Background: an optimization exercise with open tools, aiming at small area, a short achievable clock period and few clock cycles. Do not read the settings as production practice. RTL that was checked went through simulation tests only; none was proved equivalent to the original.

## dgs_sha256
module dgs_sha256 (
    input  wire         clk,
    input  wire         rst,         
    input  wire         start,
    input  wire         load_state,
    input  wire         partial,
    input  wire [255:0] state_in,    
    input  wire [63:0]  count_in,    
    output wire         idle,
    input  wire         in_valid,
    output wire         in_ready,
    input  wire [31:0]  in_data,     
    input  wire         in_last,
    input  wire [2:0]   in_nbytes,   
    output reg          done,
    output wire         err,
    output wire [255:0] digest,
    output wire [63:0]  count_out
);
Size in the first run: roughly 6200 cells after synthesis, about 1200 flip-flops, ~690 I/O pins, roughly 71000 um^2 of cells after synthesis.
==> flow/config.mk <==
export PLATFORM = sky130hd
export DESIGN_NAME = dgs_sha256
export DESIGN_NICKNAME = dgs_sha256
export VERILOG_FILES = /design/flow/design.v
export SDC_FILE = /design/flow/constraint.sdc
export NUM_CORES = 4
export LEC_CHECK = 0
export CAP_MARGIN = 20
export CORE_MARGIN = 2
export CORE_UTILIZATION = 50
export SLEW_MARGIN = 20
==> flow/constraint.sdc <==
create_clock -name core_clock -period 10.0 [get_ports {clk}]
set_input_delay 2.0000 -clock core_clock [delete_from_list [all_inputs] [get_ports {clk}]]
set_output_delay 2.0000 -clock core_clock [all_outputs]
set_load 0.01 [all_outputs]
standard.sh (not shown) runs the stock make flow with config.mk's settings and CLKGATE_MAP_FILE= SYNTH_SCRIPT=/design/flow/synth_recipe.tcl, a recipe that flattens the netlist after the stock synthesis.
==> flow/flow/run.sh <==
#!/bin/bash
# The standard layout, with the port buffers made of the smallest buffer cell,
# a clock tree of smaller buffers without dummy loads, and timing repair
# aiming 5.4 ns below the clock period.
set -euo pipefail
export BUFFER_PORTS_ARGS="-buffer_cell sky130_fd_sc_hd__buf_1"
export CTS_ARGS="-sink_clustering_enable -repair_clock_nets -dont_use_dummy_load -buf_list sky130_fd_sc_hd__clkbuf_4"
export SETUP_SLACK_MARGIN=5.4
bash standard.sh > standard.log 2>&1
The starting point completed with no timing, DRC or antenna violations.
Then changed:
--- a/flow/design.v
+++ b/flow/design.v
@@ -131,48 +131,40 @@
             6'd56: k_n = 32'h748f82ee;  6'd57: k_n = 32'h78a5636f;
             6'd58: k_n = 32'h84c87814;  6'd59: k_n = 32'h8cc70208;
             6'd60: k_n = 32'h90befffa;  6'd61: k_n = 32'ha4506ceb;
             6'd62: k_n = 32'hbef9a3f7;  default: k_n = 32'hc67178f2;
         endcase
     end
-    function [31:0] csa_s(input [31:0] x, input [31:0] y, input [31:0] z);
-        csa_s = x ^ y ^ z;
-    endfunction
-    function [31:0] csa_c(input [31:0] x, input [31:0] y, input [31:0] z);
-        csa_c = {((x & y) | (x & z) | (y & z)), 1'b0};
-    endfunction
+    wire [31:0] m0 = fold ? hv[255:224] : 32'd0;
+    wire [31:0] m4 = fold ? hv[127:96]  : 32'd0;
     wire [31:0] fa_h = r61 ? hv[159:128] : r62 ? hv[191:160] : hv[223:192];    
     wire [31:0] fe_h = r61 ? hv[31:0]    : r62 ? hv[63:32]   : hv[95:64];      
     wire [31:0] fa_s = bk_add(a, fa_h);
     wire [31:0] fe_s = bk_add(e, fe_h);
-    wire [31:0] dj_s = csa_s(c, hv[127:96], ~hv[255:224]);
-    wire [31:0] dj_c = csa_c(c, hv[127:96], ~hv[255:224]) | 32'd1;
-    wire [31:0] d_adj = bk_add(dj_s, dj_c);
     wire [31:0] h_src = fold ? hv[31:0] : pc ? g : h;
-    wire [31:0] m0    = (nb_i == 6'd63) ? hv[255:224] : 32'd0;
-    wire [31:0] b1s   = csa_s(h_src, wv[31:0], m0);
-    wire [31:0] b1c   = csa_c(h_src, wv[31:0], m0);
-    wire [31:0] b2s   = csa_s(b1s, b1c, k_n);
-    wire [31:0] b2c   = csa_c(b1s, b1c, k_n);
-    wire [31:0] hkw_n = b2s + b2c;
+    wire [31:0] hkw_n = h_src + k_n + wv[31:0];
     wire [31:0] big_s1 = rotr(e, 6) ^ rotr(e, 11) ^ rotr(e, 25);
     wire [31:0] big_s0 = rotr(a, 2) ^ rotr(a, 13) ^ rotr(a, 22);
     wire [31:0] ch     = (e & f) ^ (~e & g);
     wire [31:0] maj    = (a & b) ^ (a & c) ^ (b & c);
-    wire [31:0] a1s = csa_s(hkw, ch, maj);
-    wire [31:0] a1c = csa_c(hkw, ch, maj);
-    wire [31:0] a2s = csa_s(a1s, a1c, big_s1);
-    wire [31:0] a2c = csa_c(a1s, a1c, big_s1);
-    wire [31:0] a3s = csa_s(a2s, a2c, big_s0);
-    wire [31:0] a3c = csa_c(a2s, a2c, big_s0);
-    wire [31:0] a_n = a3s + a3c;
-    wire [31:0] e1s = csa_s(hkw, d, ch);
-    wire [31:0] e1c = csa_c(hkw, d, ch);
-    wire [31:0] e2s = csa_s(e1s, e1c, big_s1);
-    wire [31:0] e2c = csa_c(e1s, e1c, big_s1);
-    wire [31:0] e_n = e2s + e2c;
+    wire [31:0] a1s = hkw ^ big_s1 ^ ch;
+    wire [31:0] a1c = {((hkw & big_s1) | (hkw & ch) | (big_s1 & ch)), 1'b0} ;
+    wire [31:0] a2s = big_s0 ^ maj ^ m0;
+    wire [31:0] a2c = {((big_s0 & maj) | (big_s0 & m0) | (maj & m0)), 1'b0};
+    wire [31:0] a3s = a1s ^ a1c ^ a2s;
+    wire [31:0] a3c = {((a1s & a1c) | (a1s & a2s) | (a1c & a2s)), 1'b0};
+    wire [31:0] a4s = a3s ^ a3c ^ a2c;
+    wire [31:0] a4c = {((a3s & a3c) | (a3s & a2c) | (a3c & a2c)), 1'b0};
+    wire [31:0] a_n = a4s + a4c;
+    wire [31:0] e1s = hkw ^ d ^ m4;
+    wire [31:0] e1c = {((hkw & d) | (hkw & m4) | (d & m4)), 1'b0};
+    wire [31:0] e2s = e1s ^ e1c ^ big_s1;
+    wire [31:0] e2c = {((e1s & e1c) | (e1s & big_s1) | (e1c & big_s1)), 1'b0};
+    wire [31:0] e3s = e2s ^ e2c ^ ch;
+    wire [31:0] e3c = {((e2s & e2c) | (e2s & ch) | (e2c & ch)), 1'b0};
+    wire [31:0] e_n = e3s + e3c;
     wire [3:0]  lo_n = {1'b0, tot[2:0]} + {1'b0, nbytes};
     reg  [60:0] pre;             
     reg  [60:0] inc_m;
     integer     ii, ll;
     always @(*) begin
         pre = tot[63:3];
@@ -196,13 +188,13 @@
             tot <= init_t;
         end else begin
             if (pc) begin
                 a <= a_n;
                 b <= fold ? fa_s : a;
                 c <= fold ? hv[191:160] : b;
-                d <= fold ? hv[159:128] : r62 ? d_adj : c;
+                d <= fold ? hv[159:128] : c;
                 e <= e_n;
                 f <= fold ? fe_s : e;
                 g <= fold ? hv[63:32] : f;
                 h <= fold ? hv[31:0] : g;
             end
             if (take && !err_r)
=> Final cell count shrinks by a few percent. Fmax goes up slightly. Wire length came out lower by a few percent. Register-to-register slack improves by 0.02 ns. Cell area is lower slightly. Critical path depth shrinks by 8.
Testbench counts after the change, summed over its fixed seeds: cycles 31,040.
For the first run of this note, only the layout was checked, not whether the RTL still works.

-- what the ideal ports hide --
How much do the figures lean on ideal ports? The routed layouts below were timed once more, with nothing changed but the port constraints. Step 1: set_driving_cell puts a clkbuf_16 on clk and a buf_2 on each other input, an assumption about the parent block. Step 2 also shifts input and output timing later by t, the mid clock arrival at the registers, as if the neighbouring blocks saw the same clock. a / b / c = ideal ports / drivers / drivers and shift; a / b = the first two.
run | t, ns | setup WS [ns] | worst setup path at the end | latest minus earliest clock arrival (ns) | cell pins on the clock port's net
the first run | 1.336 | 5.075 / 5.075 / 4.605 | input to register | 0.175 / 0.175 | 1
the second run | 1.331 | 5.095 / 5.095 / 4.351 | input to register | 0.175 / 0.175 | 1
After both steps setup and hold are still met in every run listed. The setup slack of the second run, which loses most, moves by 0.000 ns with the drivers and by -0.744 ns with both steps.
